Source: an optimization exercise on an open RTL-to-GDS flow (aim: small area, a short achievable clock period and few clock cycles per item). Production flows keep margins and buffers that such runs may drop.
In this exercise RTL edits were held to simulation tests only and were not proved equivalent to the original.

==> inputs of run G <==
Design loop_engine, start of the top module:
module loop_engine (
    input  wire        clk,
    input  wire        rst,
    input  wire        req_valid,
    output wire        req_ready,
    input  wire [2:0]  req_ch,
    input  wire        req_arm,
    input  wire        req_fired,
    input  wire [2:0]  req_func,
    input  wire [17:0] req_v,
    input  wire [17:0] req_i,
    input  wire [15:0] req_kff,
    input  wire [15:0] req_kp,
    input  wire [15:0] req_ki,
    input  wire [15:0] req_kpc,
    input  wire [15:0] req_kic,
    input  wire [17:0] req_vset,
    input  wire [17:0] req_iset,
    input  wire [15:0] req_z,
    input  wire [15:0] req_gcr,
    input  wire [17:0] req_pset,
    input  wire [16:0] req_vfloor,
    input  wire [15:0] req_gfl,
    input  wire [17:0] req_ihi,
    input  wire [17:0] req_ilo,
    input  wire [17:0] req_vhi,
    input  wire [17:0] req_vlo,
    output reg         resp_valid,
    output reg  [2:0]  resp_ch,
    output reg  [17:0] resp_code,
    output reg  [1:0]  resp_compl,
    output reg         resp_event,
    output reg         resp_clip
);
==> flow/config.mk <==
export PLATFORM = sky130hd
export DESIGN_NAME = loop_engine
export DESIGN_NICKNAME = loop_engine
export VERILOG_FILES = /design/flow/design.v
export SDC_FILE = /design/flow/constraint.sdc
export NUM_CORES = 4
export LEC_CHECK = 0
export ABC_AREA = 1
export CAP_MARGIN = 55
export CORE_MARGIN = 2
export CORE_UTILIZATION = 55
export PLACE_DENSITY = 0.7
export SLEW_MARGIN = 55
export SYNTH_HIERARCHICAL = 1
==> flow/constraint.sdc <==
create_clock -name core_clock -period 26.0 [get_ports {clk}]
set_input_delay 5.2000 -clock core_clock [delete_from_list [all_inputs] [get_ports {clk}]]
set_output_delay 5.2000 -clock core_clock [all_outputs]
set_load 0.01 [all_outputs]
standard.sh (not shown) runs the stock make flow with config.mk's settings and CLKGATE_MAP_FILE= SYNTH_SCRIPT=/design/flow/synth_recipe.tcl, a recipe that flattens the netlist after the stock synthesis.
==> flow/flow/run.sh <==
#!/bin/bash
# The standard layout, with every input and output port buffered by a
# sky130_fd_sc_hd__buf_4 cell instead of the cell buffer_ports picks itself.
set -euo pipefail
export BUFFER_PORTS_ARGS="-buffer_cell sky130_fd_sc_hd__buf_4"
bash standard.sh > standard.log 2>&1
==> run A (differences from run G) <==
--- a/flow/design.v
+++ b/flow/design.v
@@ -401,16 +401,20 @@
     reg signed [32:0] integ_q [0:7];
     reg signed [25:0] u_q     [0:7];
     reg        [1:0]  sat_q   [0:7];    
     wire signed [35:0] e_F  = $signed(e_ff) + $signed(e_kp);
     wire signed [35:0] e_K  = $signed(e_ki);
     wire signed [35:0] e_o1 = e_rb ? ($signed(e_ki) - $signed(e_ff) - $signed(e_kp)) : e_K;
     wire signed [35:0] e_o2 = e_rb ? e_K : ($signed(e_ff) + $signed(e_kp) + $signed(e_ki));
-    wire signed [35:0] e_fu = $signed(e_ff) + $signed(e_kp) + UMAX;
-    wire signed [35:0] e_fm = $signed(e_ff) + $signed(e_kp) + MONE;
+    wire e_fupos = (e_F > 36'sd0);                   
+    wire e_fuun  = (e_F < -36'sd33554304);           
+    wire e_fmov  = (e_F > 36'sd33554304);            
+    wire e_fmneg = e_F[35];                          
+    wire [25:0] e_fu = e_F[25:0] + UMAX[25:0];
+    wire [25:0] e_fm = {e_F[25:24] - 2'd1, e_F[23:0]};
     reg        f_val;
     reg [2:0]  f_ch;
     reg        f_arm;
     reg [1:0]  f_kind;
     reg [1:0]  f_compl;
     reg        f_event, f_clip;
     reg [35:0] f_o1, f_o2, f_o3;
@@ -435,18 +439,18 @@
         f_clip  <= e_clip;
         f_o1    <= e_o1;
         f_o2    <= e_o2;
         f_o3    <= e_rb ? ~e_F : e_F;
         f_rb    <= e_rb;
         f_hp    <= e_hp;
         f_hn    <= e_hn;
-        f_utov  <= (e_fu > UMAX) ? UMAX[25:0] : (e_fu < MONE) ? MONE[25:0] : e_fu[25:0];
-        f_stov  <= (e_fu > UMAX) ? 2'd1 : (e_fu < MONE) ? 2'd2 : 2'd0;
-        f_utun  <= (e_fm > UMAX) ? UMAX[25:0] : (e_fm < MONE) ? MONE[25:0] : e_fm[25:0];
-        f_stun  <= (e_fm > UMAX) ? 2'd1 : (e_fm < MONE) ? 2'd2 : 2'd0;
+        f_utov  <= e_fupos ? UMAX[25:0] : e_fuun ? MONE[25:0] : e_fu;
+        f_stov  <= e_fupos ? 2'd1 : e_fuun ? 2'd2 : 2'd0;
+        f_utun  <= e_fmov ? UMAX[25:0] : e_fmneg ? MONE[25:0] : e_fm;
+        f_stun  <= e_fmov ? 2'd1 : e_fmneg ? 2'd2 : 2'd0;
         f_integ <= e_arm ? 33'd0 : integ_q[e_ch];
         f_u     <= e_arm ? 26'd0 : u_q[e_ch];
         f_sat   <= e_arm ? 2'd0 : sat_q[e_ch];
         f_byp   <= !e_arm && f_wr && (f_ch == e_ch);
     end
     reg        g_val;
     reg [2:0]  g_ch;
Settings changed: CTS_CLUSTER_DIAMETER from default to 100, CTS_CLUSTER_SIZE from default to 24.
==> run summary <==
In the global route stage, met2 resource usage came out at a little over half. The H-tree was split into 4 levels. The instance area at placement came out at ~0.2 sq mm.

The setup check on the worst reg-to-reg path leaves a slack of 19.41 ns. The detailed router put a total of ~260000 um of wire on met1. The met3 track demand over resource in global routing came out at approximately 4.5%. The floorplan step defined a die boundary enclosing 0.3626 sq mm. The number of buffers created by CTS is approximately 180. The number of rows in the core area is 219.

The initial antenna violation count is 28. The share of the core filled with cells in the final layout came out at 59.03%. The flow ran to the end and the layout has no timing, DRC or antenna violations.
[end of results for run A]
==> run summary <==
The via total after detailed routing is about 170k. The number of buffers created by CTS came out at 330. The instance area at placement is ~0.2 sq mm. The max-capacitance violation count is 0. The flow ran to the end and the layout has no timing, DRC or antenna violations. The reg2reg setup slack came out at between 15 and 20 ns. In the final routing, the length of wire on met1 measures between 200000 and 300000 um.

The share of the core filled with cells in the final layout came out at around three fifths. The routing usage on met2 came out at a little over half. The number of levels in the clock H-tree came out at 5.
[end of results for run G]
Testbench counts of run G, summed over its fixed seeds: cycles 12,912, items 12,800.
Testbench counts of run A, summed over its fixed seeds: cycles 12,912, items 12,800.

## re-timing with driven ports
In the flow no input, the clock included, has a driving cell. The finished layouts below were timed again as built, in two steps.
Step 1 (the two cells are an assumption about what drives the block):
set clk [get_ports {clk}]
set_driving_cell -lib_cell sky130_fd_sc_hd__clkbuf_16 $clk
set_driving_cell -lib_cell sky130_fd_sc_hd__buf_2 [delete_from_list [all_inputs] $clk]
Step 2 also shifts input and output timing later by t, the mid clock arrival at the registers, as if the neighbouring blocks saw the same clock.
a / b / c = no drivers / after step 1 / after step 2; a / b = the first two.
run	t, ns	setup WS [ns]	hold slack, ns	clock arrival spread, ns	worst data-port slew with drivers (ns)
run G	1.043	19.273 / 19.151 / 19.471	0.298 / 0.298 / 0.298	0.075 / 0.076	0.09
run A	1.023	19.375 / 19.266 / 19.409	0.241 / 0.241 / 0.241	0.127 / 0.127	0.14
After both steps setup and hold are still met in every run listed.
